From an optimization exercise on the open Yosys and OpenROAD flow, aimed at small area, a short achievable clock period and few clock cycles; shortcuts taken in it are not production practice.
Function was checked by simulation only, so behaviour that the tests miss may differ from the original.
Power is estimated from default activity; no workload was simulated.

==> flow/design.v <==
module cle_div (
    input  wire [30:0] rem,
    input  wire [1:0]  bits_in,
    input  wire [30:0] d,
    input  wire [32:0] d3,           
    output wire [30:0] rem_next,
    output wire [1:0]  q
);
    wire [32:0] n  = {rem, bits_in};
    wire [33:0] t1 = {1'b0, n} - {3'b000, d};
    wire [33:0] t2 = {1'b0, n} - {2'b00, d, 1'b0};
    wire [33:0] t3 = {1'b0, n} - {1'b0, d3};
    wire        g1 = ~t1[33];
    wire        g2 = ~t2[33];
    wire        g3 = ~t3[33];
    assign q        = g3 ? 2'd3 : g2 ? 2'd2 : g1 ? 2'd1 : 2'd0;
    assign rem_next = g3 ? t3[30:0] : g2 ? t2[30:0] : g1 ? t1[30:0] : n[30:0];
endmodule
module cle_exec (
    input  wire               clk,
    input  wire               rst,
    input  wire               start,
    output wire               ready,
    output reg                done,
    input  wire signed [31:0] x,
    input  wire signed [31:0] s,
    input  wire signed [31:0] r_in,
    input  wire        [30:0] slew,
    input  wire        [30:0] in_fs,
    input  wire               reverse,
    input  wire signed [15:0] kp,
    input  wire signed [15:0] ki,
    input  wire signed [15:0] kff,
    input  wire signed [15:0] u0,
    input  wire        [3:0]  kp_sh,
    input  wire        [3:0]  ki_sh,
    input  wire        [3:0]  kff_sh,
    input  wire signed [15:0] out_min,
    input  wire signed [15:0] out_max,
    input  wire signed [39:0] i_in,
    output reg                tbl_rd,
    output reg         [4:0]  tbl_k,
    input  wire        [31:0] tbl_lo,
    input  wire        [31:0] tbl_hi,
    output wire signed [31:0] r_out,
    output wire signed [39:0] i_out,
    output reg  signed [15:0] out,
    output reg                sat,
    output reg                clamped,
    output reg                ramping
);
    reg         busy;
    reg  [31:1] st;
    reg         ph_dx, ph_dr, ph_a, ph_g, ph_b;
    assign ready = ~busy;
    reg        [30:0] fs;
    reg        [32:0] fs3;
    reg               rev;
    reg  signed [15:0] omin, omax, u0r;
    reg         [3:0] psh, ish, fsh;
    reg  signed [39:0] ir;           
    assign i_out = ir;
    reg  signed [32:0] rr;           
    reg  signed [31:0] sr;           
    reg         [30:0] slr;
    reg                up;
    assign r_out = rr[31:0];
    reg  [30:0] remx;
    reg  [17:0] qx, qr;              
    reg         xs, rs;
    reg  [1:0]  xb, rb;
    wire [30:0] remr = sr[30:0];
    wire [30:0] remx_n, remr_n;
    wire [1:0]  qdx, qdr;
    cle_div u_dx (.rem(remx), .bits_in(xb), .d(fs), .d3(fs3), .rem_next(remx_n), .q(qdx));
    cle_div u_dr (.rem(remr), .bits_in(rb), .d(fs), .d3(fs3), .rem_next(remr_n), .q(qdr));
    wire signed [15:0] xq = qx[15:0];
    wire signed [15:0] e  = qx[15:0];
    wire signed [15:0] rq = qr[15:0];
    wire        [11:0] fr = remx[11:0];
    wire        [31:0] tl = sr;
    wire        [31:0] th = {slr, up};
    reg  [24:0] facc;                
    reg  [15:0] kpr, kir, kffr;
    reg         pb, ib, fb, gb;
    reg  [21:0] gpa, gia;            
    reg  [37:0] Pacc, Iacc;          
    reg  dipos, dineg, satpi, tnz;
    wire signed [32:0] s33   = {sr[31], sr};
    wire signed [33:0] dsr   = {rr[32], rr} - {s33[32], s33};
    wire               up_n  = dsr[33];                        
    wire signed [32:0] rstep = rr + ({2'b00, slr} ^ {33{~up_n}}) + {32'd0, ~up_n};
    wire               dz    = (dsr == 34'd0);
    wire               take_s = (slr == 31'd0) | (up ? ~dsr[33] : (dsr[33] | dz));
    wire signed [31:0] r_new  = take_s ? sr : rr[31:0];
    wire        [31:0] r_abs  = r_new ^ {32{r_new[31]}};
    function [15:0] qfix(input [17:0] q, input sg);
        reg signed [17:0] v;
        begin
            v = $signed({sg, q[16:1] ^ {16{sg}}}) + $signed({17'd0, q[0] ^ sg});
            if (q[17])
                qfix = sg ? 16'h8000 : 16'h7FFF;
            else if (v > 18'sd32767)
                qfix = 16'h7FFF;
            else if (v < -18'sd32768)
                qfix = 16'h8000;
            else
                qfix = v[15:0];
        end
    endfunction
    wire               q_r   = st[12];
    wire signed [15:0] q_n   = qfix(q_r ? qr : qx, q_r ? rs : xs);
    wire signed [16:0] d_rx  = {rq[15], rq} - {xq[15], xq};
    wire signed [16:0] d_xr  = {xq[15], xq} - {rq[15], rq};
    wire signed [16:0] ep    = rev ? d_xr : d_rx;
    wire signed [16:0] en    = rev ? d_rx : d_xr;
    wire signed [15:0] e_new = (ep > 17'sd32767) ? 16'sh7FFF :
                               (ep < -17'sd32768) ? 16'sh8000 : ep[15:0];
    wire        [15:0] a_new = ep[16] ? ((en > 17'sd32768) ? 16'h8000 : en[15:0])
                                      : ((ep > 17'sd32767) ? 16'h7FFF : ep[15:0]);
    wire        [4:0]  k_new = a_new[15] ? 5'd31 : a_new[14:10];
    wire        [10:0] f_new = a_new[15] ? 11'd1024 : {1'b0, a_new[9:0]};
    wire [24:0] facc_n;
    wire [21:0] gpa_n, gia_n;
    wire [37:0] Pacc_n, Iacc_n;
    wire signed [16:0] dgp = $signed({1'b0, th[15:0]})  - $signed({1'b0, tl[15:0]});
    wire signed [16:0] dgi = $signed({1'b0, th[31:16]}) - $signed({1'b0, tl[31:16]});
    wire [31:0] e32 = {{16{e[15]}}, e};
    cle_booth #(.W(25), .MW(16)) u_bf (.acc(facc), .m(rq),  .bits({kffr[3:0], fb}), .sum(facc_n));
    cle_booth #(.W(22), .MW(17)) u_gp (.acc(gpa),  .m(dgp), .bits({fr[3:0], gb}),   .sum(gpa_n));
    cle_booth #(.W(22), .MW(17)) u_gi (.acc(gia),  .m(dgi), .bits({fr[3:0], gb}),   .sum(gia_n));
    cle_booth #(.W(38), .MW(32)) u_bP (.acc(Pacc), .m(ph_b ? th : e32),
                                       .bits({ph_b ? gpa[3:0] : kpr[3:0], pb}), .sum(Pacc_n));
    cle_booth #(.W(38), .MW(32)) u_bI (.acc(Iacc), .m(ph_b ? tl : e32),
                                       .bits({ph_b ? gia[3:0] : kir[3:0], ib}), .sum(Iacc_n));
    wire signed [43:0] Sv = {Pacc[35:0], gpa[19:12]};      
    wire signed [43:0] Dv = {Iacc[35:0], gia[19:12]};      
    wire signed [40:0] Xv = {facc, kffr};                  
    wire signed [43:0] Iv = {{4{ir[39]}}, ir};
    wire signed [35:0] sh_in  = st[19] ? {{4{facc[15]}}, facc[15:0], kffr} :
                                st[24] ? {Pacc[27:0], gpa[19:12]} : {Iacc[27:0], gia[19:12]};
    wire        [3:0]  sh_amt = st[19] ? fsh : st[24] ? psh : ish;
    wire signed [43:0] sh_ext = {{8{sh_in[35]}}, sh_in};
    wire signed [43:0] sh_out = sh_ext <<< sh_amt;
    wire signed [43:0] add_a = st[20] ? {{13{u0r[15]}}, u0r, 15'd0} :
                               st[26] ? Dv : Sv;
    wire signed [43:0] add_b = (st[20] | st[25]) ? {{3{Xv[40]}}, Xv} :
                               st[27] ? Dv : Iv;
    wire signed [44:0] add_y = {add_a[43], add_a} + {add_b[43], add_b};
    wire s_out40 = ~((&Sv[43:39]) | ~(|Sv[43:39]));
    wire d_out40 = ~((&Dv[43:39]) | ~(|Dv[43:39]));
    function [1:0] lim(input signed [29:0] ch, input c_nz, input signed [15:0] m);
        reg inr;
        reg lt, eq;
        begin
            inr = (&ch[29:15]) | ~(|ch[29:15]);
            lt  = $signed(ch[15:0]) < m;
            eq  = ch[15:0] == m;
            if (!inr) lim = ch[29] ? 2'b01 : 2'b10;
            else      lim = {~lt & ~(eq & ~c_nz), lt};
        end
    endfunction
    wire signed [29:0] tq = {facc[23:0], kffr[15:10]};     
    wire [1:0] fl_t = lim(tq, tnz, omin);
    wire [1:0] fh_t = lim(tq, tnz, omax);
    wire [1:0] fl_i = lim({{5{ir[39]}}, ir[39:15]}, |ir[14:0], omin);
    wire [1:0] fh_i = lim({{5{ir[39]}}, ir[39:15]}, |ir[14:0], omax);
    wire [1:0] fl_d = lim({Dv[43], Dv[43:15]}, |Dv[14:0], omin);
    wire [1:0] fh_d = lim({Dv[43], Dv[43:15]}, |Dv[14:0], omax);
    wire keep = (dipos & fh_t[1]) | (dineg & fl_t[0]);
    wire lo_gt_hi = omin > omax;
    wire signed [39:0] lo40 = {{9{omin[15]}}, omin, 15'd0};
    wire signed [39:0] hi40 = {{9{omax[15]}}, omax, 15'd0};
    wire        c_lo = keep ? fl_i[0] : fl_d[0];
    wire        c_hi = keep ? fh_i[1] : fh_d[1];
    wire signed [39:0] c_v = keep ? ir : Dv[39:0];
    wire signed [39:0] I_n = c_lo ? (lo_gt_hi ? hi40 : lo40) : (c_hi ? hi40 : c_v);
    wire signed [28:0] ah   = Dv[43:15];
    wire signed [28:0] uh   = ah + $signed({28'd0, Dv[14]});
    wire signed [15:0] u_n  = (uh > 29'sd32767) ? 16'sh7FFF : (uh < -29'sd32768) ? 16'sh8000 : uh[15:0];
    wire        sat_acc = (ah < -29'sd32768) | (ah > 29'sd32767) |
                          ((ah == 29'sd32767) & (Dv[14:0] != 15'd0));
    wire signed [15:0] uq   = kffr;
    wire signed [15:0] o_n  = (uq < omin) ? (lo_gt_hi ? omax : omin) : ((uq > omax) ? omax : uq);
    always @(posedge clk) begin
        if (rst) begin
            busy   <= 1'b0;
            done   <= 1'b0;
            tbl_rd <= 1'b0;
            st     <= 31'd0;
            ph_dx  <= 1'b0;
            ph_dr  <= 1'b0;
            ph_a   <= 1'b0;
            ph_g   <= 1'b0;
            ph_b   <= 1'b0;
        end else begin
            done <= 1'b0;
            st   <= {st[30:1], 1'b0};
            if (!busy) begin
                fs      <= in_fs;
                rev     <= reverse;
                omin    <= out_min;
                omax    <= out_max;
                u0r     <= u0;
                psh     <= kp_sh;
                ish     <= ki_sh;
                fsh     <= kff_sh;
                ir      <= i_in;
                rr      <= {r_in[31], r_in};
                sr      <= s;
                slr     <= slew;
                kpr     <= kp;
                kir     <= ki;
                kffr    <= kff;
                xs      <= x[31];
                remx    <= {2'b00, x[30:2] ^ {29{x[31]}}};
                xb      <= x[1:0] ^ {2{x[31]}};
                if (start) begin
                    busy <= 1'b1;
                    st   <= 31'd1;
                end
            end else begin
                if (st[1])  ph_dx <= 1'b1;
                if (st[10]) ph_dx <= 1'b0;
                if (st[2])  ph_dr <= 1'b1;
                if (st[11]) ph_dr <= 1'b0;
                if (st[13]) ph_a  <= 1'b1;
                if (st[17]) ph_a  <= 1'b0;
                if (st[14]) ph_g  <= 1'b1;
                if (st[17]) ph_g  <= 1'b0;
                if (st[18]) ph_b  <= 1'b1;
                if (st[23]) ph_b  <= 1'b0;
                if (st[1]) begin
                    up  <= up_n;
                    rr  <= rstep;
                    fs3 <= {2'b00, fs} + {1'b0, fs, 1'b0};
                end
                if (st[2]) begin
                    rr      <= {r_new[31], r_new};
                    ramping <= ~take_s;
                    rs      <= r_new[31];
                    sr      <= {3'd0, r_abs[30:2]};
                    rb      <= r_abs[1:0];
                end
                if (ph_dx) begin
                    remx <= remx_n;
                    qx   <= {qx[15:0], qdx};
                    xb   <= {xs, xs};
                end
                if (ph_dr) begin
                    sr[30:0] <= remr_n;
                    qr <= {qr[15:0], qdr};
                    rb <= {rs, rs};
                end
                if (st[11]) qx[15:0] <= q_n;
                if (st[12]) qr[15:0] <= q_n;
                if (st[13]) begin
                    qx[15:0]   <= e_new;
                    remx[11:0] <= {1'b0, f_new};
                    tbl_k  <= k_new;
                    tbl_rd <= 1'b1;
                    Pacc   <= 38'd0;
                    Iacc   <= 38'd0;
                    facc   <= 25'd0;
                    gpa    <= 22'd0;
                    gia    <= 22'd0;
                    pb     <= 1'b0;
                    ib     <= 1'b0;
                    fb     <= 1'b0;
                    gb     <= 1'b0;
                end
                if (st[14]) begin
                    sr        <= tbl_lo;
                    {slr, up} <= tbl_hi;
                    tbl_rd    <= 1'b0;
                end
                if (ph_a) begin
                    Pacc <= {{4{Pacc_n[37]}}, Pacc_n[37:4]};
                    kpr  <= {Pacc_n[3:0], kpr[15:4]};
                    pb   <= kpr[3];
                    Iacc <= {{4{Iacc_n[37]}}, Iacc_n[37:4]};
                    kir  <= {Iacc_n[3:0], kir[15:4]};
                    ib   <= kir[3];
                    facc <= {{4{facc_n[24]}}, facc_n[24:4]};
                    kffr <= {facc_n[3:0], kffr[15:4]};
                    fb   <= kffr[3];
                end
                if (ph_g) begin
                    if (st[17]) begin
                        gpa <= {{2{gpa_n[21]}}, gpa_n[21:2]};
                        gia <= {{2{gia_n[21]}}, gia_n[21:2]};
                    end else begin
                        gpa <= {{4{gpa_n[21]}}, gpa_n[21:4]};
                        gia <= {{4{gia_n[21]}}, gia_n[21:4]};
                    end
                    remx[11:0] <= {4'd0, fr[11:4]};
                    gb <= fr[3];
                end
                if (st[18]) begin
                    gpa  <= {6'd0, gpa[15:0] + tl[15:0]};
                    gia  <= {6'd0, gia[15:0] + tl[31:16]};
                    {slr, up} <= {Pacc[15:0], kpr};
                    sr   <= {Iacc[15:0], kir};
                    Pacc <= 38'd2048;
                    Iacc <= 38'd2048;
                    pb   <= 1'b0;
                    ib   <= 1'b0;
                end
                if (ph_b) begin
                    Pacc <= {{4{Pacc_n[37]}}, Pacc_n[37:4]};
                    gpa  <= {2'b00, Pacc_n[3:0], gpa[19:4]};
                    pb   <= gpa[3];
                    Iacc <= {{4{Iacc_n[37]}}, Iacc_n[37:4]};
                    gia  <= {2'b00, Iacc_n[3:0], gia[19:4]};
                    ib   <= gia[3];
                end
                if (st[19]) {facc, kffr} <= sh_out[40:0];
                if (st[20]) {facc, kffr} <= add_y[40:0];
                if (st[24]) {Pacc[35:0], gpa[19:12]} <= sh_out;
                if (st[25]) begin
                    {Pacc[35:0], gpa[19:12]} <= add_y[43:0];
                    {Iacc[35:0], gia[19:12]} <= sh_out;
                    satpi <= s_out40;
                end
                if (st[26]) begin
                    {Iacc[35:0], gia[19:12]} <= add_y[43:0];
                    satpi <= satpi | d_out40;
                    dipos <= ~Dv[43] & (|Dv);
                    dineg <= Dv[43];
                end
                if (st[27]) begin
                    {facc[23:0], kffr[15:10]} <= add_y[44:15];
                    tnz <= |add_y[14:0];
                end
                if (st[28]) ir <= I_n;
                if (st[29]) {Iacc[35:0], gia[19:12]} <= add_y[43:0];
                if (st[30]) begin
                    kffr  <= u_n;
                    satpi <= satpi | sat_acc;
                end
                if (st[31]) begin
                    out     <= o_n;
                    clamped <= (o_n != uq);
                    sat     <= satpi;
                    done    <= 1'b1;
                    busy    <= 1'b0;
                end
            end
        end
    end
endmodule
module cle_booth #(parameter W = 20, parameter MW = 16) (
    input  wire [W-1:0]  acc,
    input  wire [MW-1:0] m,
    input  wire [4:0]    bits,
    output wire [W-1:0]  sum
);
    wire [W-1:0] mx = {{(W-MW){m[MW-1]}}, m};
    wire         n0 = bits[2] & ~(bits[1] & bits[0]);
    wire         t0 = (bits[2:0] == 3'b011) | (bits[2:0] == 3'b100);
    wire         z0 = (bits[2:0] == 3'b000) | (bits[2:0] == 3'b111);
    wire         n1 = bits[4] & ~(bits[3] & bits[2]);
    wire         t1 = (bits[4:2] == 3'b011) | (bits[4:2] == 3'b100);
    wire         z1 = (bits[4:2] == 3'b000) | (bits[4:2] == 3'b111);
    wire [W-1:0] m0 = t0 ? {mx[W-2:0], 1'b0} : mx;
    wire [W-1:0] m1 = t1 ? {mx[W-2:0], 1'b0} : mx;
    wire [W-1:0] a0 = z0 ? {W{1'b0}} : (n0 ? ~m0 : m0);
    wire [W-1:0] a1 = z1 ? {W{1'b0}} : (n1 ? ~m1 : m1);
    wire         c0 = n0 & ~z0;
    wire         c1 = n1 & ~z1;
    assign sum = acc + a0 + {a1[W-3:0], 2'b00} + {{(W-3){1'b0}}, c1, 1'b0, c0};
endmodule
==> flow/run.sh <==
#!/bin/bash
# synth_recipe.tcl (not shown) runs the flow's synth.tcl, then flattens the netlist and writes it again
# the make line also repeats each setting of config.mk as NAME=value (left out here)
make -C /OpenROAD-flow-scripts/flow DESIGN_CONFIG=/design/flow/config.mk WORK_HOME=/design/flow/orfs CLKGATE_MAP_FILE= SYNTH_SCRIPT=/design/flow/synth_recipe.tcl finish
==> flow/config.mk <==
export PLATFORM = sky130hd
export DESIGN_NAME = cle_exec
export DESIGN_NICKNAME = cle_exec
export VERILOG_FILES = /design/flow/design.v
export SDC_FILE = /design/flow/constraint.sdc
export NUM_CORES = 4
export LEC_CHECK = 0
export CAP_MARGIN = 20
export CORE_MARGIN = 2
export CORE_UTILIZATION = 40
export PLACE_DENSITY = 0.6
export SLEW_MARGIN = 20
==> flow/constraint.sdc <==
create_clock -name core_clock -period 16.5 [get_ports {clk}]
set_input_delay 3.3000 -clock core_clock [delete_from_list [all_inputs] [get_ports {clk}]]
set_output_delay 3.3000 -clock core_clock [all_outputs]
set_load 0.01 [all_outputs]
==> results of run 1 <==
-- per-layer routing --
metal,routed length (um),track usage [%],share of wire (%),vias to the layer above
met5,80,0,0.020,-
met1,161000,50.4,41,39600
met2,167000,56.6,43,4492
met4,24700,20.6,6.3,12
met3,37900,7.10,9.7,811
li1,-,-,-,35600
-- critical path, cell delays in order (launching register included) --
cell and delay (ps):
dfxtp_4 680, buf_4 630, mux2i_4 320, buf_4 550, and2_1 300, nor2b_2 150
buf_4 350, nand2_1 90, o221ai_1 120, fa_1 460, ha_1 330, ha_1 370
a21o_1 200, o2bb2ai_1 170, a2111oi_0 670, a21boi_0 420, nor3_1 150, a311o_1 410
a211o_1 330, a31oi_1 210, xnor2_1 120, o21ai_0 490, a21oi_1 80, a21oi_1 140
-- power by group through the flow --
stage / clock network (mW) / registers (mW) / logic (mW)
floorplan: 0 / 1.90 / 4.21
global placement: 0 / 1.98 / 5.90
detailed placement: 0 / 1.98 / 5.93
CTS: 1.98 / 1.95 / 5.99
global route: 2.03 / 1.96 / 6.63
finish: 1.97 / 1.97 / 6.13
-- synth_stat cells, drive strengths merged, types with 67 or more instances --
cell type / n / area (um2)
a211oi: 143 / 1070
a21o: 263 / 1970
a21oi: 874 / 4370
a221o: 80 / 801
a221oi: 171 / 1500
a22oi: 67 / 503
a31oi: 77 / 482
and2: 81 / 507
buf: 153 / 781
clkbuf: 418 / 1570
edfxtp: 556 / 16700
fa: 159 / 3180
ha: 835 / 10400
inv: 458 / 1720
mux2: 80 / 901
mux2i: 319 / 3190
nand2: 623 / 2340
nand2b: 108 / 676
nand3: 151 / 756
nand4: 81 / 507
nor2: 889 / 3340
nor2b: 126 / 788
nor3: 174 / 876
o211ai: 77 / 578
o21a: 107 / 803
o21ai: 585 / 2930
o221ai: 115 / 1010
xnor2: 503 / 4410
xor2: 375 / 3280
-- state kept, by name, indices dropped and copies added, names as in the netlist, 5 cells and up --
| register | flops |
|---|---|
| omin | 16 |
| gpa | 21 |
| st | 31 |
| kpr | 16 |
| rr | 33 |
| kffr | 16 |
| u0r | 16 |
| ir | 40 |
| qx | 18 |
| sr | 32 |
| Pacc | 37 |
| qr | 18 |
| fs | 31 |
| facc | 25 |
| tbl_k | 5 |
| fs3 | 33 |
| slr | 31 |
| out | 16 |
| omax | 16 |
| gia | 21 |
| remx | 31 |
| Iacc | 37 |
| kir | 16 |
-- kinds of logic after synthesis --
group           after synthesis  synth area share (%)
fa+ha+maj                   994                  17.3
flops                       595                  22.1
mux                         399                  5.18
buf+inv                    1031                  5.16
compound gates             3056                  25.7
xor+xnor                    880                  9.80
simple gates               2509                  14.8
-- path summary, 6_finish.rpt --
path / startpoint / endpoint / slack (ps) / cells past startpoint
worst max register to register: ph_b / Iacc[33] / 8580 / 23
worst min register to register: st[16] / st[17] / 430 / 1
worst min-delay path: st[16] / st[17] / 430 / 1
worst max-delay path: ph_b / Iacc[33] / 8580 / 23
-- area by class of cell --
cell class              instances  share of cell area, %
diodes                         19                 0.0531
flip-flops and latches        595                   19.6
inverters                     460                   1.93
repair buffers                683                   7.07
multi-input cells            7838                   64.5
clock inverters                49                  0.623
clock buffers                 106                   2.56
well taps                    2640                   3.69
-- per-stage QoR --
stage	util, %	hold slack (ps)	power (mW)	std cells	instance area [um2]
after floorplan	-	406	6.11	9464	79000
after CTS	45.5	426	9.92	12400	89500
after global routing	45.5	438	10.6	12400	89500
after detailed placement	44.0	412	7.92	12200	86600
after global placement	44.0	410	7.88	12200	86600
final	45.5	425	10.1	12400	89600
==> results.txt, run 1 <==
- Antenna violations before repair: 28
- Comb pwr share: 60.9%
- Clock Latency Late Sink: 760 ps
- CTS tree: built
- Share of cells above drive strength 1: 5.95%
- H-tree Lvls: 3
- CP Launch Type: flop
- Clk pin slew, worst setup/hold paths: 60 ps
- Max clock buf depth: 3
- Placement Setup Slack: 8690 ps
- Arrival time worst endpoint: 8510 ps
- Static leakage: 36.1 nW
- Crit path kind: reg -> reg
- WP data required: 17090 ps
- Post-CTS sizing: 0
- Post-DRT Antenna Nets: 0
- Die W: 448 um
- Most frequent cells in the layout: 883 x nor2_1, 867 x a21oi_1, 835 x ha_1
- Largest net degree at the start of global routing: 85
- Synthesized Nets: 10800
- Cell Rows: 163
- Mapped Cells: 9464
- Clk pwr share: 19.5%
- Sink Count: 595
- CTS Buf Count: 83
- Register area: 17500 um2
- 1st-iter DRT viols: 9986
- FMAX: 126 MHz
- Worst Skew: 53.3 ps
- Post-CTS setup buffer count: 0
- Tot GR Track Use: 37.5%
- # setup viols final: 0
- P&R area growth vs syn: 13.4%
- Post-synthesis cell type count: 93
- Die area: 201000 um2
- #FFs+latches synth: 595
- Sequential share of the synthesized area: 22.1%
- Post-DR wirelength/cell: 31.6 um
- Final wirelength: 391 mm
- Drt via density: 6.50
- Element type at the critical path end: flop
- Vias in the first global route: 74800
- Fillers: 19400
- HP Class: reg -> reg
- Register share of total power: 19.5%
- Sw Ratio: 47.1%
- Chip Height: 448 um
- IO buf count: 472
- Io pins: 473
- Fin Setup TNS: 0 ps
- First-pass GRT wire length: 547 mm
- Max cap viols: 0
- Core Region: 197000 um2
- Final Hold Vio Count: 0
- P per Cell Area: 112 nW/um2
- Warnings, synthesis: 1
- Vias: 80500
- Final HPWL DP: 310 mm
- DRC: 0
- Post-synth EDFFs: 556
- RSZ-0062 raised after global routing: no
- Ys async rst share: 0%
- Status: finished clean
- Starting Density: 40.1%
- Mapped Area: 79000 um2
- Area of the multi-input gates: 57800 um2
- Maximum fanout along the worst path: 47
- RD Place Congestion: 1.05
- Crit path time final: 7920 ps
- Primary FF master, synth: edfxtp_1
- Synth Area per Inst: 8.35 um2
- GR Overflow Total: 0
- Hold Buf Count CTS: 0
- Internal Power: 5.33 mW
- Clk root buf: clkbuf_16
- Relative slew slack: 23.9%
- Tcrit/Tclk final: 48.0%
- Psw: 4.74 mW
- First-pass detailed-route iteration total: 8
- Final slew viol count: 0
- Worst-case vdd ir drop: 0.0000811 V
- Worst Slack Setup Final: 8580 ps
- Commonest non-fill, non-tap cell in the layout: nor2_1
- Final #Nets: 11000
- Slew @ Worst Pin: 1130 ps
Testbench counts, summed over its fixed seeds: cycles 81,984.
==> run 2: changes to the inputs <==
--- a/flow/design.v
+++ b/flow/design.v
@@ -86,5 +86,5 @@
     reg  [21:0] gpa, gia;            
     reg  [37:0] Pacc, Iacc;          
-    reg  dipos, dineg, satpi, tnz;
+    reg  dipos, dineg, satpi, tnz, ilo, ihi, dlo, dhi;
     wire signed [32:0] s33   = {sr[31], sr};
     wire signed [33:0] dsr   = {rr[32], rr} - {s33[32], s33};
@@ -101,7 +101,7 @@
             if (q[17])
                 qfix = sg ? 16'h8000 : 16'h7FFF;
-            else if (v > 18'sd32767)
+            else if (~v[17] & (v[16] | v[15]))
                 qfix = 16'h7FFF;
-            else if (v < -18'sd32768)
+            else if (v[17] & ~(v[16] & v[15]))
                 qfix = 16'h8000;
             else
@@ -115,8 +115,10 @@
     wire signed [16:0] ep    = rev ? d_xr : d_rx;
     wire signed [16:0] en    = rev ? d_rx : d_xr;
-    wire signed [15:0] e_new = (ep > 17'sd32767) ? 16'sh7FFF :
-                               (ep < -17'sd32768) ? 16'sh8000 : ep[15:0];
-    wire        [15:0] a_new = ep[16] ? ((en > 17'sd32768) ? 16'h8000 : en[15:0])
-                                      : ((ep > 17'sd32767) ? 16'h7FFF : ep[15:0]);
+    wire        ep_hi = ~ep[16] & ep[15];                     
+    wire        ep_lo = ep[16] & ~ep[15];                     
+    wire        en_hi = ~en[16] & en[15] & (|en[14:0]);       
+    wire signed [15:0] e_new = ep_hi ? 16'sh7FFF : ep_lo ? 16'sh8000 : ep[15:0];
+    wire        [15:0] a_new = ep[16] ? (en_hi ? 16'h8000 : en[15:0])
+                                      : (ep_hi ? 16'h7FFF : ep[15:0]);
     wire        [4:0]  k_new = a_new[15] ? 5'd31 : a_new[14:10];
     wire        [10:0] f_new = a_new[15] ? 11'd1024 : {1'b0, a_new[9:0]};
@@ -161,24 +163,26 @@
         end
     endfunction
-    wire signed [29:0] tq = {facc[23:0], kffr[15:10]};     
-    wire [1:0] fl_t = lim(tq, tnz, omin);
-    wire [1:0] fh_t = lim(tq, tnz, omax);
-    wire [1:0] fl_i = lim({{5{ir[39]}}, ir[39:15]}, |ir[14:0], omin);
-    wire [1:0] fh_i = lim({{5{ir[39]}}, ir[39:15]}, |ir[14:0], omax);
-    wire [1:0] fl_d = lim({Dv[43], Dv[43:15]}, |Dv[14:0], omin);
-    wire [1:0] fh_d = lim({Dv[43], Dv[43:15]}, |Dv[14:0], omax);
+    wire signed [29:0] tq  = {facc[23:0], kffr[15:10]};    
+    wire signed [29:0] l_c = st[26] ? {{5{ir[39]}}, ir[39:15]} :
+                             st[27] ? {Dv[43], Dv[43:15]} : tq;
+    wire               l_z = st[26] ? |ir[14:0] : st[27] ? |Dv[14:0] : tnz;
+    wire [1:0] fl_t = lim(l_c, l_z, omin);
+    wire [1:0] fh_t = lim(l_c, l_z, omax);
     wire keep = (dipos & fh_t[1]) | (dineg & fl_t[0]);
     wire lo_gt_hi = omin > omax;
     wire signed [39:0] lo40 = {{9{omin[15]}}, omin, 15'd0};
     wire signed [39:0] hi40 = {{9{omax[15]}}, omax, 15'd0};
-    wire        c_lo = keep ? fl_i[0] : fl_d[0];
-    wire        c_hi = keep ? fh_i[1] : fh_d[1];
+    wire        c_lo = keep ? ilo : dlo;
+    wire        c_hi = keep ? ihi : dhi;
     wire signed [39:0] c_v = keep ? ir : Dv[39:0];
     wire signed [39:0] I_n = c_lo ? (lo_gt_hi ? hi40 : lo40) : (c_hi ? hi40 : c_v);
     wire signed [28:0] ah   = Dv[43:15];
-    wire signed [28:0] uh   = ah + $signed({28'd0, Dv[14]});
-    wire signed [15:0] u_n  = (uh > 29'sd32767) ? 16'sh7FFF : (uh < -29'sd32768) ? 16'sh8000 : uh[15:0];
-    wire        sat_acc = (ah < -29'sd32768) | (ah > 29'sd32767) |
-                          ((ah == 29'sd32767) & (Dv[14:0] != 15'd0));
+    wire        ah_ok   = (&ah[28:15]) | ~(|ah[28:15]);       
+    wire        ah_top  = ah_ok & ~ah[15] & (&ah[14:0]);      
+    wire        ah_hi   = ~ah_ok & ~ah[28];                   
+    wire        ah_lo   = ~ah_ok & ah[28];                    
+    wire signed [15:0] u_inc = ah[15:0] + {15'd0, Dv[14]};
+    wire signed [15:0] u_n  = (ah_hi | (ah_top & Dv[14])) ? 16'sh7FFF : ah_lo ? 16'sh8000 : u_inc;
+    wire        sat_acc = ah_lo | ah_hi | (ah_top & (Dv[14:0] != 15'd0));
     wire signed [15:0] uq   = kffr;
     wire signed [15:0] o_n  = (uq < omin) ? (lo_gt_hi ? omax : omin) : ((uq > omax) ? omax : uq);
@@ -324,4 +328,6 @@
                 end
                 if (st[26]) begin
+                    ilo   <= fl_t[0];
+                    ihi   <= fh_t[1];
                     {Iacc[35:0], gia[19:12]} <= add_y[43:0];
                     satpi <= satpi | d_out40;
@@ -330,4 +336,6 @@
                 end
                 if (st[27]) begin
+                    dlo <= fl_t[0];
+                    dhi <= fh_t[1];
                     {facc[23:0], kffr[15:10]} <= add_y[44:15];
                     tnz <= |add_y[14:0];
==> run 2 against run 1 <==
Compared with the run above:
- clock skew is 8.1 ps lower
- global-route usage is 1.7 points lower
- total power is 1.1% higher
- critical path depth is 4 lower
- wire length is 5.7% lower
- final area is 1.3% lower
- synthesized area is 1.3% lower
- largest cell class unchanged
==> results.txt, run 2 <==
- Relative slew slack: 19.8% (was 23.9%)
- First-pass GRT wire length: 522 mm (was 547 mm)
- Placed cell area: 85500 um2 (was 86600 um2)
- Max clock buf depth: 3 (unchanged)
- Commonest non-fill, non-tap cell in the layout: a21oi_1 (was nor2_1)
- IO buf count: 472 (unchanged)
- Antenna violations before repair: 17 (was 28)
- WP data required: 16940 ps (was 17090 ps)
- Synth Area per Inst: 8.35 um2 (about the same)
- DRC: 0 (unchanged)
- Post-CTS setup buffer count: 0 (unchanged)
- # setup viols final: 0 (unchanged)
- Arrival time worst endpoint: 8940 ps (was 8510 ps)
- Core Region: 194000 um2 (was 197000 um2)
- Die W: 445 um (was 448 um)
- Crit path buf inv count: 1 (was 3)
- RD Place Congestion: 1.01 (was 1.05)
- Final Cell Area: 88400 um2 (was 89600 um2)
- Worst-path cell with the longest stage delay: dfxtp_4 (unchanged)
- Reg with most FFs: ir (unchanged)
- Post-synth EDFFs: 560 (was 556)
- First-pass detailed-route iteration total: 7 (was 8)
- Placement Setup Slack: 8210 ps (was 8690 ps)
- Ranking of synthesized cells by area: edfxtp_1 22%, ha_1 12%, xnor2_1 5.8%, a21oi_1 5.7%, mux2i_1 5.0% (was edfxtp_1 21%, ha_1 13%, xnor2_1 5.6%, a21oi_1 5.5%, nor2_1 4.2%)
- FMAX: 118 MHz (was 126 MHz)
- Primary FF master, synth: edfxtp_1 (unchanged)
- Synthesized Nets: 10600 (was 10800)
- Worst-case vdd ir drop: 0.0000900 V (was 0.0000811 V)
- Most frequent cells in the layout: 881 x a21oi_1, 847 x nor2_1, 773 x ha_1 (was 883 x nor2_1, 867 x a21oi_1, 835 x ha_1)
- Maximum fanout along the worst path: 109 (was 47)
- Mapped Area: 77900 um2 (was 79000 um2)
- Post-DR wirelength/cell: 30.4 um (was 31.6 um)
- Final Hold Vio Count: 0 (unchanged)
- Crit path kind: reg -> reg (unchanged)
- Cell Rows: 162 (was 163)
- H-tree Lvls: 3 (unchanged)
- RSZ-0062 raised after global routing: no (unchanged)
- Final wirelength: 369 mm (was 391 mm)
- Io pins: 473 (unchanged)
- Worst Slack Setup Final: 8000 ps (was 8580 ps)
- Cell taking the most area after synthesis: edfxtp_1 (unchanged)
- Sequential share of the synthesized area: 22.6% (was 22.1%)
- GR Overflow Total: 0 (unchanged)
- P per Cell Area: 115 nW/um2 (was 112 nW/um2)
- Post-synthesis cell type count: 98 (was 93)
- Max reg flops: 40 (unchanged)
- Ys async rst share: 0% (unchanged)
- Final #Nets: 10800 (was 11000)
- Largest regs: ir (40), Iacc (37), Pacc (37) (unchanged)
- Synth cell count leaders: 885 x a21oi_1, 858 x nor2_1, 773 x ha_1 (was 889 x nor2_1, 874 x a21oi_1, 835 x ha_1)
- Fin util: 45.5% (about the same)
- Most used cell along the critical path: o21ai_0 (was buf_4)
- HP Class: reg -> reg (unchanged)
- Synth top area share: 21.6% (was 21.1%)
- Status: finished clean (unchanged)
- Tot GR Track Use: 35.9% (was 37.5%)
- Max cap viols: 0 (unchanged)
- Element type at the critical path end: flop (unchanged)
- Post-DRT Antenna Nets: 0 (unchanged)
- Hold slack final: 426 ps (was 425 ps)
- Clk root buf: clkbuf_16 (unchanged)
- Clk pin slew, worst setup/hold paths: 60 ps (about the same)
- Final Total Pwr: 10.2 mW (was 10.1 mW)
- Most frequent cell after synthesis: a21oi_1 (was nor2_1)
- Tcrit/Tclk final: 51.5% (was 48.0%)
- CP delay by family, top: compound AO/OA/AOI/OAI gates (unchanged)
- Post-CTS sizing: 0 (unchanged)
- Slew @ Worst Pin: 1200 ps (was 1130 ps)
- Worst Skew: 45.2 ps (was 53.3 ps)
- CP Launch Type: flop (unchanged)
- Max stage delay on crit path: 930 ps (was 680 ps)
- Drt via density: 6.40 (was 6.50)
- Mapped Cells: 9335 (was 9464)
- P&R area growth vs syn: 13.4% (about the same)
- Largest net degree at the start of global routing: 124 (was 85)
- Static leakage: 35.5 nW (was 36.1 nW)
- Non-Filler Instances: 12100 (was 12400)
- Critical-path cell list: buf_12, mux2i_1, nand2_1, o21ai_0, fa_1, ha_1, ha_1, a21o_1, a21o_1, a2111oi_0, nor4_1, o41a_1, o21ai_0, a21oi_1, a31oi_1, o21ai_0, xnor2_1, a2bb2oi_1, o21ai_0 (was buf_4, mux2i_4, buf_4, and2_1, nor2b_2, buf_4, nand2_1, o221ai_1, fa_1, ha_1, ha_1, a21o_1, o2bb2ai_1, a2111oi_0, a21boi_0, nor3_1, a311o_1, a211o_1, a31oi_1, xnor2_1, o21ai_0, a21oi_1, a21oi_1)
- Sink Count: 599 (was 595)
- Final HPWL DP: 294 mm (was 310 mm)
- Warnings, synthesis: 1 (unchanged)
- Reg2Reg Setup Slack: 8000 ps (was 8580 ps)
- CTS Buf Count: 81 (was 83)
- Chip Height: 445 um (was 448 um)
- Vias in the first global route: 73700 (was 74800)
- 1st-iter DRT viols: 9349 (was 9986)
- Crit path time final: 8500 ps (was 7920 ps)
- Starting Density: 40.1% (about the same)
- Share of cells above drive strength 1: 5.91% (was 5.95%)
- Hold Buf Count CTS: 0 (unchanged)
- #FFs+latches synth: 599 (was 595)
- Clock Latency Late Sink: 760 ps (about the same)
- CTS tree: built (unchanged)
- Vias: 77800 (was 80500)
- Fin Setup TNS: 0 ps (unchanged)
- Die area: 198000 um2 (was 201000 um2)
- Final slew viol count: 0 (unchanged)
- Inst Count DP: 12000 (was 12200)
run 2: worst register-to-register path: cells and delay by family, from the launching register on:
| kind | cells | cell delay [ps] |
|---|---|---|
| adders and majority gates | 3 | 1060 |
| DFF | 1 | 930 |
| xor gates and xnor gates | 1 | 320 |
| AOI/OAI and AO/OA | 11 | 3650 |
| buffers and inverters | 1 | 510 |
| and+or+nand+nor | 2 | 850 |
| muxes | 1 | 890 |
run 2: logic make-up (layout without fill, tap and decap cells):
group / Yosys count / in the layout / synth area share (%)
simple gates: 2461 / 2461 / 14.5
flops: 599 / 599 / 22.6
compound gates: 2999 / 2999 / 25.4
mux: 481 / 481 / 6.45
fa+ha+maj: 932 / 932 / 16.5
xor+xnor: 825 / 825 / 9.34
other cells: 0 / 9 / 0
buf+inv: 1038 / 1301 / 5.20
run 2: area by class of cell:
class	count	area [um2]
fill	19100	106000
multi-input combinational	7698	56600
sequential	599	17600
timing repair buffer	686	6360
tap	2542	3180
clock buffer	101	2200
inverter	466	1750
clock inverter	48	622
antenna	9	22.5
run 2: per-layer routing:
layer / routed length, um / track usage [%]
met1: 140000 / 43.4
met2: 163000 / 56.2
met3: 30300 / 5.89
met4: 36300 / 29.2
met5: 29 / 0
run 2: report_power, final:
part | switching [mW] | leakage [nW] | internal, mW
clock network | 0.786 | 1.38 | 1.16
logic | 3.73 | 28.6 | 2.49
registers | 0.204 | 5.57 | 1.80
total | 4.72 | 35.5 | 5.46
run 2: worst paths after layout:
check,start,to,cells after the start
worst min-delay path,st[15],st[16],1
worst max-delay path,ph_b,Pacc[34],19
worst max register to register,ph_b,Pacc[34],19
worst min register to register,st[15],st[16],1
Testbench counts of run 2, summed over its fixed seeds: cycles 81,984.
==> run 3: changes to the inputs <==
--- a/flow/design.v
+++ b/flow/design.v
@@ -51,5 +51,5 @@
 );
     reg         busy;
-    reg  [31:1] st;
+    reg  [30:1] st;
     reg         ph_dx, ph_dr, ph_a, ph_g, ph_b;
     assign ready = ~busy;
@@ -78,7 +78,10 @@
     wire signed [15:0] e  = qx[15:0];
     wire signed [15:0] rq = qr[15:0];
-    wire        [11:0] fr = remx[11:0];
-    wire        [31:0] tl = sr;
-    wire        [31:0] th = {slr, up};
+    wire        [11:0] fr  = remx[11:0];
+    wire        [31:0] mI  = sr;
+    wire        [31:0] mP  = {slr, up};
+    wire        [31:0] tl  = {qx[16], fs};
+    wire signed [16:0] dgp = fs3[16:0];
+    wire signed [16:0] dgi = {qx[17], fs3[32:17]};
     reg  [24:0] facc;                
     reg  [15:0] kpr, kir, kffr;
@@ -90,5 +93,7 @@
     wire signed [33:0] dsr   = {rr[32], rr} - {s33[32], s33};
     wire               up_n  = dsr[33];                        
-    wire signed [32:0] rstep = rr + ({2'b00, slr} ^ {33{~up_n}}) + {32'd0, ~up_n};
+    wire signed [32:0] r_up  = rr + {2'b00, slr};
+    wire signed [32:0] r_dn  = rr - {2'b00, slr};
+    wire signed [32:0] rstep = up_n ? r_up : r_dn;
     wire               dz    = (dsr == 34'd0);
     wire               take_s = (slr == 31'd0) | (up ? ~dsr[33] : (dsr[33] | dz));
@@ -126,13 +131,13 @@
     wire [21:0] gpa_n, gia_n;
     wire [37:0] Pacc_n, Iacc_n;
-    wire signed [16:0] dgp = $signed({1'b0, th[15:0]})  - $signed({1'b0, tl[15:0]});
-    wire signed [16:0] dgi = $signed({1'b0, th[31:16]}) - $signed({1'b0, tl[31:16]});
-    wire [31:0] e32 = {{16{e[15]}}, e};
+    wire signed [16:0] dgp_n = $signed({1'b0, tbl_hi[15:0]})  - $signed({1'b0, tbl_lo[15:0]});
+    wire signed [16:0] dgi_n = $signed({1'b0, tbl_hi[31:16]}) - $signed({1'b0, tbl_lo[31:16]});
+    wire [31:0] e32 = {{16{e_new[15]}}, e_new};
     cle_booth #(.W(25), .MW(16)) u_bf (.acc(facc), .m(rq),  .bits({kffr[3:0], fb}), .sum(facc_n));
     cle_booth #(.W(22), .MW(17)) u_gp (.acc(gpa),  .m(dgp), .bits({fr[3:0], gb}),   .sum(gpa_n));
     cle_booth #(.W(22), .MW(17)) u_gi (.acc(gia),  .m(dgi), .bits({fr[3:0], gb}),   .sum(gia_n));
-    cle_booth #(.W(38), .MW(32)) u_bP (.acc(Pacc), .m(ph_b ? th : e32),
+    cle_booth #(.W(38), .MW(32)) u_bP (.acc(Pacc), .m(mP),
                                        .bits({ph_b ? gpa[3:0] : kpr[3:0], pb}), .sum(Pacc_n));
-    cle_booth #(.W(38), .MW(32)) u_bI (.acc(Iacc), .m(ph_b ? tl : e32),
+    cle_booth #(.W(38), .MW(32)) u_bI (.acc(Iacc), .m(mI),
                                        .bits({ph_b ? gia[3:0] : kir[3:0], ib}), .sum(Iacc_n));
     wire signed [43:0] Sv = {Pacc[35:0], gpa[19:12]};      
@@ -185,6 +190,12 @@
     wire signed [15:0] u_n  = (ah_hi | (ah_top & Dv[14])) ? 16'sh7FFF : ah_lo ? 16'sh8000 : u_inc;
     wire        sat_acc = ah_lo | ah_hi | (ah_top & (Dv[14:0] != 15'd0));
-    wire signed [15:0] uq   = kffr;
-    wire signed [15:0] o_n  = (uq < omin) ? (lo_gt_hi ? omax : omin) : ((uq > omax) ? omax : uq);
+    wire        u_max   = ah_hi | (ah_top & Dv[14]);
+    wire signed [17:0] ul_d = $signed({ah[15], ah[15], ah[15:0]}) + $signed({17'd0, Dv[14]}) -
+                              $signed({omin[15], omin[15], omin});
+    wire signed [17:0] uh_d = $signed({ah[15], ah[15], ah[15:0]}) + $signed({17'd0, Dv[14]}) -
+                              $signed({omax[15], omax[15], omax});
+    wire        u_lt    = u_max ? 1'b0 : ah_lo ? (omin != 16'sh8000) : ul_d[17];
+    wire        u_gt    = u_max ? (omax != 16'sh7FFF) : ah_lo ? 1'b0 : (~uh_d[17] & (|uh_d));
+    wire signed [15:0] o_n  = u_lt ? (lo_gt_hi ? omax : omin) : (u_gt ? omax : u_n);
     always @(posedge clk) begin
         if (rst) begin
@@ -192,5 +203,5 @@
             done   <= 1'b0;
             tbl_rd <= 1'b0;
-            st     <= 31'd0;
+            st     <= 30'd0;
             ph_dx  <= 1'b0;
             ph_dr  <= 1'b0;
@@ -200,5 +211,5 @@
         end else begin
             done <= 1'b0;
-            st   <= {st[30:1], 1'b0};
+            st   <= {st[29:1], 1'b0};
             if (!busy) begin
                 fs      <= in_fs;
@@ -222,5 +233,5 @@
                 if (start) begin
                     busy <= 1'b1;
-                    st   <= 31'd1;
+                    st   <= 30'd1;
                 end
             end else begin
@@ -260,5 +271,6 @@
                 if (st[12]) qr[15:0] <= q_n;
                 if (st[13]) begin
-                    qx[15:0]   <= e_new;
+                    {slr, up}  <= e32;
+                    sr         <= e32;
                     remx[11:0] <= {1'b0, f_new};
                     tbl_k  <= k_new;
@@ -275,6 +287,6 @@
                 end
                 if (st[14]) begin
-                    sr        <= tbl_lo;
-                    {slr, up} <= tbl_hi;
+                    {qx[16], fs} <= tbl_lo;
+                    {qx[17], fs3} <= {dgi_n, dgp_n};
                     tbl_rd    <= 1'b0;
                 end
@@ -344,11 +356,7 @@
                 if (st[29]) {Iacc[35:0], gia[19:12]} <= add_y[43:0];
                 if (st[30]) begin
-                    kffr  <= u_n;
-                    satpi <= satpi | sat_acc;
-                end
-                if (st[31]) begin
                     out     <= o_n;
-                    clamped <= (o_n != uq);
-                    sat     <= satpi;
+                    clamped <= (o_n != u_n);
+                    sat     <= satpi | sat_acc;
                     done    <= 1'b1;
                     busy    <= 1'b0;
==> run 3 against run 2 <==
Compared with the run above:
- still clean on timing, DRC and antenna
- combinational power is 8.4% lower
- clock power is 5% higher
- utilization is 0.077 points higher
- total power is 3.9% lower
- synthesized area is 1.1% higher
- critical path type unchanged
- largest cell class unchanged
==> results.txt, run 3 <==
- Crit Reg-Reg Endpoint: Iacc[35] (was Pacc[34])
- Post-synth EDFFs: 560 (unchanged)
- Hold Buf Count CTS: 0 (unchanged)
- P&R area growth vs syn: 13.0% (was 13.4%)
- Io pins: 473 (unchanged)
- Post-DRT Antenna Nets: 0 (unchanged)
- H-tree Lvls: 3 (unchanged)
- IO buf count: 472 (unchanged)
- Hold EP: st[5] (was st[16])
- Hold slack final: 423 ps (was 426 ps)
- Post-synthesis cell type count: 100 (was 98)
- Ranking of synthesized cells by area: edfxtp_1 21%, ha_1 12%, xnor2_1 5.8%, a21oi_1 5.0%, nor2_1 4.3% (was edfxtp_1 22%, ha_1 12%, xnor2_1 5.8%, a21oi_1 5.7%, mux2i_1 5.0%)
- First-pass detailed-route iteration total: 10 (was 7)
- Synthesized Nets: 10900 (was 10600)
- RSZ-0062 raised after global routing: no (unchanged)
- Cell taking the most area after synthesis: edfxtp_1 (unchanged)
- Starting Density: 40.3% (was 40.1%)
- #FFs+latches synth: 598 (was 599)
- Max reg flops: 40 (unchanged)
- Reg2reg start: ph_b (unchanged)
- Most frequent cells in the layout: 883 x nor2_1, 783 x a21oi_1, 777 x ha_1 (was 881 x a21oi_1, 847 x nor2_1, 773 x ha_1)
- Mapped Cells: 9601 (was 9335)
- Status: finished clean (unchanged)
- Final #Nets: 11000 (was 10800)
- Largest regs: ir (40), Iacc (37), Pacc (37) (unchanged)
- Crit path buf inv count: 3 (was 1)
- Die area: 201000 um2 (was 198000 um2)
- Final slew viol count: 0 (unchanged)
- Clk root buf: clkbuf_16 (unchanged)
- Worst Skew: 45.0 ps (was 45.2 ps)
- 1st-iter DRT viols: 10800 (was 9349)
- Relative slew slack: 8.18% (was 19.8%)
- Vias in the first global route: 74000 (was 73700)
- CTS Buf Count: 86 (was 81)
- FMAX: 134 MHz (was 118 MHz)
- CP delay by family, top: compound AO/OA/AOI/OAI gates (unchanged)
- Clock Latency Late Sink: 770 ps (was 760 ps)
- Vias: 79800 (was 77800)
- Final Hold Vio Count: 0 (unchanged)
- Tot GR Track Use: 36.3% (was 35.9%)
- Most frequent cell after synthesis: nor2_1 (was a21oi_1)
- Primary FF master, synth: edfxtp_1 (unchanged)
- Hold_sp: st[4] (was st[15])
- Cells on worst reg2reg path: 21 (was 19)
- Post-CTS sizing: 0 (unchanged)
- Antenna violations before repair: 24 (was 17)
- Share of cells above drive strength 1: 6.18% (was 5.91%)
- Commonest non-fill, non-tap cell in the layout: nor2_1 (was a21oi_1)
- # setup viols final: 0 (unchanged)
- Mapped Area: 78800 um2 (was 77900 um2)
- Synth Area per Inst: 8.21 um2 (was 8.35 um2)
- Largest net degree at the start of global routing: 91 (was 124)
- Maximum fanout along the worst path: 42 (was 109)
- Post-CTS setup buffer count: 0 (unchanged)
- Synth cell count leaders: 896 x nor2_1, 790 x a21oi_1, 777 x ha_1 (was 885 x a21oi_1, 858 x nor2_1, 773 x ha_1)
- Post-DR wirelength/cell: 30.4 um (about the same)
- CTS tree: built (unchanged)
- P per Cell Area: 110 nW/um2 (was 115 nW/um2)
- CP Launch Type: flop (unchanged)
- Element type at the critical path end: flop (unchanged)
- Slew @ Worst Pin: 1360 ps (was 1200 ps)
- Tcrit/Tclk final: 45.3% (was 51.5%)
- Worst-case vdd ir drop: 0.0000927 V (was 0.0000900 V)
- Max cap viols: 0 (unchanged)
- Max stage delay on crit path: 960 ps (was 930 ps)
- Final wirelength: 378 mm (was 369 mm)
- Drt via density: 6.42 (was 6.40)
- Final HPWL DP: 302 mm (was 294 mm)
- Fin util: 45.6% (was 45.5%)
- DRC: 0 (unchanged)
- Crit path kind: reg -> reg (unchanged)
- Cell Rows: 162 (unchanged)
- First-pass GRT wire length: 530 mm (was 522 mm)
- Placement Setup Slack: 9240 ps (was 8210 ps)
- Chip Height: 448 um (was 445 um)
- Static leakage: 36.1 nW (was 35.5 nW)
- Crit. Startpoint: ph_b (unchanged)
- Synth top area share: 21.3% (was 21.6%)
- Worst-path cell with the longest stage delay: and2_0 (was dfxtp_4)
- Reg2Reg Setup Slack: 9030 ps (was 8000 ps)
- Die W: 448 um (was 445 um)
- Worst Slack Setup Final: 9030 ps (was 8000 ps)
- RD Place Congestion: 1.07 (was 1.01)
- Sink Count: 598 (was 599)
- Core Region: 195000 um2 (was 194000 um2)
- WP data required: 16960 ps (was 16940 ps)
- Fin Setup TNS: 0 ps (unchanged)
- Sequential share of the synthesized area: 22.3% (was 22.6%)
- Max clock buf depth: 3 (unchanged)
- Crit path time final: 7470 ps (was 8500 ps)
- HP Class: reg -> reg (unchanged)
- Ys async rst share: 0% (unchanged)
- Fillers: 19400 (was 19100)
- Critical-path cell list: buf_4, mux2i_4, buf_4, and2_0, a221oi_1, fa_1, inv_1, ha_1, ha_1, a21o_1, a21o_1, a2111oi_0, o31a_1, or4_1, a21oi_1, a211o_1, a31o_2, a21oi_1, xnor2_1, o21a_1, a22oi_1 (was buf_12, mux2i_1, nand2_1, o21ai_0, fa_1, ha_1, ha_1, a21o_1, a21o_1, a2111oi_0, nor4_1, o41a_1, o21ai_0, a21oi_1, a31oi_1, o21ai_0, xnor2_1, a2bb2oi_1, o21ai_0)
- Arrival time worst endpoint: 7930 ps (was 8940 ps)
- Clk pin slew, worst setup/hold paths: 60 ps (about the same)
- WHS Path Cells: 1 (unchanged)
- Reg with most FFs: ir (unchanged)
- Warnings, synthesis: 1 (unchanged)
- GR Overflow Total: 0 (unchanged)
run 3: cell types whose count changed in the layout (fill, tap and decap cells not counted), sizes merged, moves of 81 or more:
cell	previous run	this run
o221ai	124	34
o21ai	525	670
a221oi	154	244
nand2	679	598
a21oi	886	790
inv	471	663
run 3: report_power, final:
group | internal [mW] | total (mW) | leakage [nW] | switching (mW)
registers | 1.80 | 2.03 | 5.57 | 0.232
clock network | 1.18 | 2.05 | 1.44 | 0.863
logic | 2.21 | 5.70 | 29.1 | 3.49
run 3: how the worst max path moves through the flow:
stage          endpoint  slack (ps)  cells past startpoint
6_report       Iacc[35]        9030                     21
5_1_grt          rr[31]        8580                     23
4_1_cts        Iacc[35]        9230                     21
3_5_place_dp   Iacc[35]        9240                     21
3_3_place_gp   Iacc[35]        9310                     21
2_1_floorplan    fsh[0]        9710                      3
run 3: logic make-up (layout without fill, tap and decap cells):
kind of cell,after synthesis,in the layout,share of synthesized area [%]
compound gates,3073,3073,25.8
simple gates,2441,2441,14.3
buf+inv,1293,1475,6.41
fa+ha+maj,937,937,16.4
xor+xnor,839,839,9.32
flops,598,598,22.3
mux,420,420,5.49
other cells,0,7,0
run 3: layer usage:
layer | global-route usage (%) | up-vias | part of all wire, %
met5 | 0.391 | - | 0.055
met4 | 17.0 | 18 | 5.5
met3 | 9.87 | 781 | 12
met2 | 52.6 | 4824 | 41
met1 | 49.5 | 38700 | 41
li1 | - | 35400 | -
run 3: area by class of cell:
cell class	count	area, um2	share of cell area (%)
clock buffer	95	2220	2.49
clock inverter	66	767	0.861
inverter	653	2460	2.76
tap	2624	3280	3.68
antenna	7	17.5	0.0197
multi-input combinational	7710	56600	63.5
sequential	598	17600	19.8
timing repair buffer	661	6200	6.96
run 3: through the flow:
stage	instances	power, mW	instance area, um2
global placement	12200	7.50	86000
detailed placement	12200	7.54	86000
CTS	12400	9.60	89000
global route	12400	10.3	89100
finish	12400	9.78	89100
floorplan	9601	5.81	78800
Testbench counts of run 3, summed over its fixed seeds: cycles 79,424.

-- static timing again, ports no longer ideal --
The flow's constraints put no driver on any port. The routed layouts listed below were extracted and timed again, unchanged, in two steps. Step 1: set_driving_cell puts a clkbuf_16 on clk and a buf_2 on each other input, an assumption about the parent block. Step 2 adds t to the input delays and takes it off the output delays; t is the mean of the earliest and latest rising clock arrival at the registers after step 1. Input paths then give back, and output paths get back, about the clock's delay inside the block. a / b / c = ideal ports / drivers / drivers and shift; a / b = the first two.
run | shift t [ns] | setup slack, ns | worst register clock-pin slew, ns
run 1 | 0.826 | 8.581 / 8.581 / 8.581 | 0.07 / 0.07
run 2 | 0.818 | 8.002 / 8.002 / 8.002 | 0.07 / 0.07
run 3 | 0.837 | 9.028 / 9.028 / 9.028 | 0.07 / 0.07
After both steps every run listed still meets setup and hold.
